From an optimization exercise on the open Yosys and OpenROAD flow, aimed at small area, a short achievable clock period and few clock cycles per item; shortcuts taken in it are not production practice.
At most, simulation tests tie the RTL to the original design; equivalence was not proved.

Design sha256_blk, start of the top module:
module sha256_blk (
    input  wire         clk,
    input  wire         rst,           
    input  wire         in_valid,
    output reg          in_ready,
    input  wire         in_first,      
    input  wire [511:0] in_block,      
    output reg          out_valid,     
    output wire [255:0] digest         
);
    function [31:0] rotr;
        input [31:0] x;
        input integer n;
        begin
            rotr = (x >> n) | (x << (32 - n));
        end
    endfunction
    localparam [255:0] IV = {32'h6a09e667, 32'hbb67ae85, 32'h3c6ef372, 32'ha54ff53a,
                             32'h510e527f, 32'h9b05688c, 32'h1f83d9ab, 32'h5be0cd19};
    reg  [31:0] a, b, c, d, e, f, g, h;
    reg  [31:0] HA0, HA1, HA2, HA3;    
    reg  [31:0] HE0, HE1, HE2, HE3;    
    reg  [31:0] W [0:15];              
    reg  [31:0] hkw;                   
    reg  [31:0] kreg;                  
    reg  [6:0]  cnt;
    reg         pre;        
    reg         rnd;        
    reg         run;        
    reg         fin;        
    reg         ldiv;       
    reg         curfirst;   
    reg  [1:0]  ph;         
    assign digest = {HA3, HA2, HA1, HA0, HE3, HE2, HE1, HE0};
    reg [31:0] k_c;
    always @(*) begin
        case (cnt)
            7'd0: k_c = 32'h428a2f98;
            7'd1: k_c = 32'h71374491;
            7'd2: k_c = 32'hb5c0fbcf;
            7'd3: k_c = 32'he9b5dba5;
            7'd4: k_c = 32'h3956c25b;
            7'd5: k_c = 32'h59f111f1;
            7'd6: k_c = 32'h923f82a4;
            7'd7: k_c = 32'hab1c5ed5;
            7'd8: k_c = 32'hd807aa98;
            7'd9: k_c = 32'h12835b01;
            7'd10: k_c = 32'h243185be;
            7'd11: k_c = 32'h550c7dc3;
            7'd12: k_c = 32'h72be5d74;
            7'd13: k_c = 32'h80deb1fe;
            7'd14: k_c = 32'h9bdc06a7;
            7'd15: k_c = 32'hc19bf174;
            7'd16: k_c = 32'he49b69c1;
            7'd17: k_c = 32'hefbe4786;
            7'd18: k_c = 32'h0fc19dc6;
            7'd19: k_c = 32'h240ca1cc;
            7'd20: k_c = 32'h2de92c6f;
  ...
Size in the first run: ~4700 cells after synthesis, ~1100 flip-flops, roughly 770 I/O pins, roughly 0.049 mm2 of cells after synthesis.
Settings: LEC_CHECK=0, CAP_MARGIN=20, CORE_MARGIN=2, CORE_UTILIZATION=50, CTS_CLUSTER_DIAMETER=80, CTS_CLUSTER_SIZE=24, SLEW_MARGIN=20, TNS_END_PERCENT=20; clock period 12.0 ns.
standard.sh (not shown) runs the stock make flow with config.mk's settings and CLKGATE_MAP_FILE= SYNTH_SCRIPT=/design/flow/synth_recipe.tcl, a recipe that flattens the netlist after the stock synthesis.
==> flow/flow/run.sh <==
#!/bin/bash
# Standard ORFS flow (the standard.sh, unchanged synthesis), with:
#  - the port buffers made from the smallest buffer cell (buf_1) instead of
#    the default choice; every input and output still gets its own buffer;
set -euo pipefail
export BUFFER_PORTS_ARGS="-buffer_cell sky130_fd_sc_hd__buf_1"
export SETUP_SLACK_MARGIN=${MARGIN:-8}
bash standard.sh > standard.log 2>&1
Testbench counts at the start, summed over its fixed seeds: cycles 39,488, blocks 580.
Edit:
--- a/flow/flow/run.sh
+++ b/flow/flow/run.sh
@@ -6,3 +6,3 @@
 export BUFFER_PORTS_ARGS="-buffer_cell sky130_fd_sc_hd__buf_1"
-export SETUP_SLACK_MARGIN=${MARGIN:-8}
+export SETUP_SLACK_MARGIN=${MARGIN:-7.5}
 bash standard.sh > standard.log 2>&1
--- a/flow/config.mk
+++ b/flow/config.mk
@@ -9,3 +9,3 @@
 export CORE_MARGIN = 2
-export CORE_UTILIZATION = 50
+export CORE_UTILIZATION = 55
 export CTS_CLUSTER_DIAMETER = 80
What happened: Critical path depth drops by 3; global-route usage climbs by 6.4 points; sequential share of layout area climbs by 0.48 points; routed wire length climbs by 3.7%.
Edit:
--- a/flow/config.mk
+++ b/flow/config.mk
@@ -9,3 +9,3 @@
 export CORE_MARGIN = 2
-export CORE_UTILIZATION = 55
+export CORE_UTILIZATION = 50
 export CTS_CLUSTER_DIAMETER = 80
Worst hold slack improved by 0.025 ns.
Cell count increases by 1.2%.
Register-to-register slack gets better by 1.1 ns.
Area after synthesis does not change.
Worst setup slack gets better by 1.1 ns.
First-iteration DRC count shrinks by 24%.
Design area shrinks by 0.69%.
Edit:
--- a/flow/config.mk
+++ b/flow/config.mk
@@ -12,2 +12,3 @@
 export CTS_CLUSTER_SIZE = 24
+export GPL_TIMING_DRIVEN = 1
 export SLEW_MARGIN = 20
Final cell count stays the same.
Routed wire length does not change.
Setup slack does not change.
Die area stays the same.
Clock skew is unchanged.
Via count stays the same.
Area after synthesis does not change.
Register-to-register slack hardly moves.

---

Setup of the previous run:
Another version of the RTL of sha256_blk (not shown whole).
Size: ~1100 flip-flops, ~770 I/O pins, ~49000 um^2 of cells after synthesis.
==> flow/design.v (excerpt) <==
module sha256_blk (
    input  wire         clk,
    input  wire         rst,           
    input  wire         in_valid,
    output reg          in_ready,
    input  wire         in_first,      
    input  wire [511:0] in_block,      
    output reg          out_valid,     
    output wire [255:0] digest         
);
==> flow/config.mk <==
export PLATFORM = sky130hd
export DESIGN_NAME = sha256_blk
export DESIGN_NICKNAME = sha256_blk
export VERILOG_FILES = /design/flow/design.v
export SDC_FILE = /design/flow/constraint.sdc
export NUM_CORES = 4
export LEC_CHECK = 0
export CAP_MARGIN = 20
export CORE_MARGIN = 2
export CORE_UTILIZATION = 50
export SLEW_MARGIN = 20
==> flow/constraint.sdc <==
create_clock -name core_clock -period 12.0 [get_ports {clk}]
set_input_delay 2.4000 -clock core_clock [delete_from_list [all_inputs] [get_ports {clk}]]
set_output_delay 2.4000 -clock core_clock [all_outputs]
set_load 0.01 [all_outputs]
==> flow/flow/run.sh <==
#!/bin/bash
# Standard ORFS flow (the standard.sh, unchanged synthesis), with:
#  - the port buffers made from the smallest buffer cell (buf_1) instead of
#    the default choice; every input and output still gets its own buffer;
set -euo pipefail
export BUFFER_PORTS_ARGS="-buffer_cell sky130_fd_sc_hd__buf_1"
export SETUP_SLACK_MARGIN=${MARGIN:-6.5}
bash standard.sh > standard.log 2>&1
Testbench counts of the previous run, summed over its fixed seeds: cycles 39,488, blocks 580.
Edits applied to the flow inputs when going from the previous run to the current run:
diff --git a/flow/flow/run.sh b/flow/flow/run.sh
--- a/flow/flow/run.sh
+++ b/flow/flow/run.sh
@@ -7 +7 @@
-export SETUP_SLACK_MARGIN=${MARGIN:-6.5}
+export SETUP_SLACK_MARGIN=${MARGIN:-7.5}
## What came out
The current run vs the previous run — part of the cycle the worst path needs dropped 3.3 points.
Number of ordinary and repair buffers in the finished layout went up by more than 10% going from the previous run to the current run.
Data arrival time of the worst path, the previous run and the current run, lower one = the current run.

---

Setup of oak:
sha256_blk, a different RTL version from the one above (not shown whole).
Size: about 1100 flip-flops, roughly 770 I/O pins.
export LEC_CHECK = 0
export CAP_MARGIN = 20
export CORE_MARGIN = 2
export CORE_UTILIZATION = 50
export CTS_BUF_LIST = sky130_fd_sc_hd__clkbuf_4
export SETUP_SLACK_MARGIN = 5
export SLEW_MARGIN = 20
create_clock -name core_clock -period 12.0 [get_ports {clk}]
run.sh (not shown) runs the stock make flow with config.mk's settings and CLKGATE_MAP_FILE= SYNTH_SCRIPT=/design/flow/synth_recipe.tcl, a recipe that flattens the netlist after the stock synthesis.
Stock flow here: none of the scripts above is used.
Input-level comparison between pine and oak:
-- flow/config.mk --
<<< oak, line 9
export CORE_MARGIN = 2
export CORE_UTILIZATION = 50
export CTS_BUF_LIST = sky130_fd_sc_hd__clkbuf_4
export SETUP_SLACK_MARGIN = 5
export SLEW_MARGIN = 20
>>> pine, line 9
export CORE_MARGIN = 2
export CORE_UTILIZATION = 50
export SLEW_MARGIN = 20
Results
- pine | status: complete | timing, DRC, antenna: pass
- Vias: pine below oak
- pine reports a lower data required time of the worst path than oak does.
- Changes observed in pine relative to oak: worst stage delay on the critical path saw a decrease; final design area excluding fillers saw an increase; minimum setup slack in the final design saw little to no change.
- Routed wire length essentially unchanged between oak and pine.
No run of this note included a check of the RTL's function; only the layout flow was run.

---

== job 4013 ==
sha256_blk, a different RTL version from the one above (not shown whole).
For scale: ~4600 cells after synthesis, about 770 I/O pins, about 0.048 mm² of cells after synthesis.
clock: 12.0 ns
lec_check: 0
cap_margin: 5
core_margin: 2
core_utilization: 50
cts_cluster_diameter: 80
cts_cluster_size: 24
slew_margin: 5
standard.sh (not shown) runs the stock make flow with config.mk's settings and CLKGATE_MAP_FILE= SYNTH_SCRIPT=/design/flow/synth_recipe.tcl, a recipe that flattens the netlist after the stock synthesis.
==> flow/flow/run.sh <==
#!/bin/bash
# Standard ORFS flow (the standard.sh, unchanged synthesis), with:
#  - the port buffers made from the smallest buffer cell (buf_1) instead of
#    the default choice; every input and output still gets its own buffer;
set -euo pipefail
export BUFFER_PORTS_ARGS="-buffer_cell sky130_fd_sc_hd__buf_1"
export SETUP_SLACK_MARGIN=${MARGIN:-7.5}
bash standard.sh > standard.log 2>&1
The flow did not stop early for job 4013: all stages ran, and the layout cleared the timing, DRC and antenna checks.
Testbench counts of job 4013, summed over its fixed seeds: cycles 39,488, blocks 580.
Setup changes, job 4013 to job 466
Settings: an added TNS_END_PERCENT of 20; a change of SLEW_MARGIN from 5 to 20; a change of CAP_MARGIN from 5 to 20.
Job 466 did not stop at any stage, and its layout met the timing, DRC and antenna checks. Looking at start point of the critical path, the e[12] result is from job 466; the e[26] one comes from job 4013. When the final numbers for job 4013 and job 466 were put side by side, the post-CTS resize count turned out to be smaller in job 466. Per the comparison of job 466 with job 4013, part of the cycle the worst path needs dropped 0.27 points; design area dropped 1.1%; proportion of cell area occupied by multi-input gates barely changed; total buffers and inverters traversed by the critical path dropped 2. [compare] base=job 4013 new=job 466: post-layout minimum cycle time -32 ps; mean number of vias per cell ~0 delta; sum of met2 wire segment lengths after detailed routing -0.48%.
Input-level comparison between job 450 and job 466:
Settings: TNS_END_PERCENT: 20 -> unset; ABC_AREA: unset -> 1.
--- a/flow/flow/run.sh
+++ b/flow/flow/run.sh
@@ -6,3 +6,3 @@
 export BUFFER_PORTS_ARGS="-buffer_cell sky130_fd_sc_hd__buf_1"
-export SETUP_SLACK_MARGIN=${MARGIN:-7.5}
+export SETUP_SLACK_MARGIN=${MARGIN:-7}
 bash standard.sh > standard.log 2>&1
==> notes.md <==
- Job 466 has lower cell count than job 450.
- Fmax: job 450 better than job 466

## port drivers added, routing unchanged
The flow's constraints put no driver on any port. The routed layouts listed below were extracted and timed again, unchanged, in two steps.
Step 1: set_driving_cell puts a clkbuf_16 on clk and a buf_2 on each other input, an assumption about the parent block.
Step 2 moves the port delays by t, midway between the first and last clock arrival at a register: inputs arrive t later, outputs are due t later. That takes back most of the time a late clock gives input paths.
a / b / c = no drivers / after step 1 / after step 2; a / b = the first two.
run | shift t [ns] | slack for setup (ns) | cell pins on the clock port's net
the first run of note 1 | 0.806 | 6.905 / 6.905 / 6.905 | 1
the second run of note 1 | 0.825 | 6.250 / 6.250 / 6.250 | 1
the third run of note 1 | 0.790 | 7.364 / 7.364 / 7.009 | 1
the fourth run of note 1 | 0.790 | 7.364 / 7.364 / 7.009 | 1
the previous run | 0.773 | 6.609 / 6.609 / 6.515 | 1
the current run | 0.777 | 7.003 / 7.003 / 6.762 | 1
oak | 1.208 | 5.459 / 5.459 / 5.310 | 1
pine | 0.790 | 5.459 / 5.459 / 5.326 | 1
job 4013 | 0.737 | 7.088 / 7.088 / 7.088 | 1
job 466 | 0.741 | 7.120 / 7.120 / 7.120 | 1
job 450 | 0.764 | 7.149 / 7.149 / 7.149 | 1
After both steps every run listed still meets setup and hold.
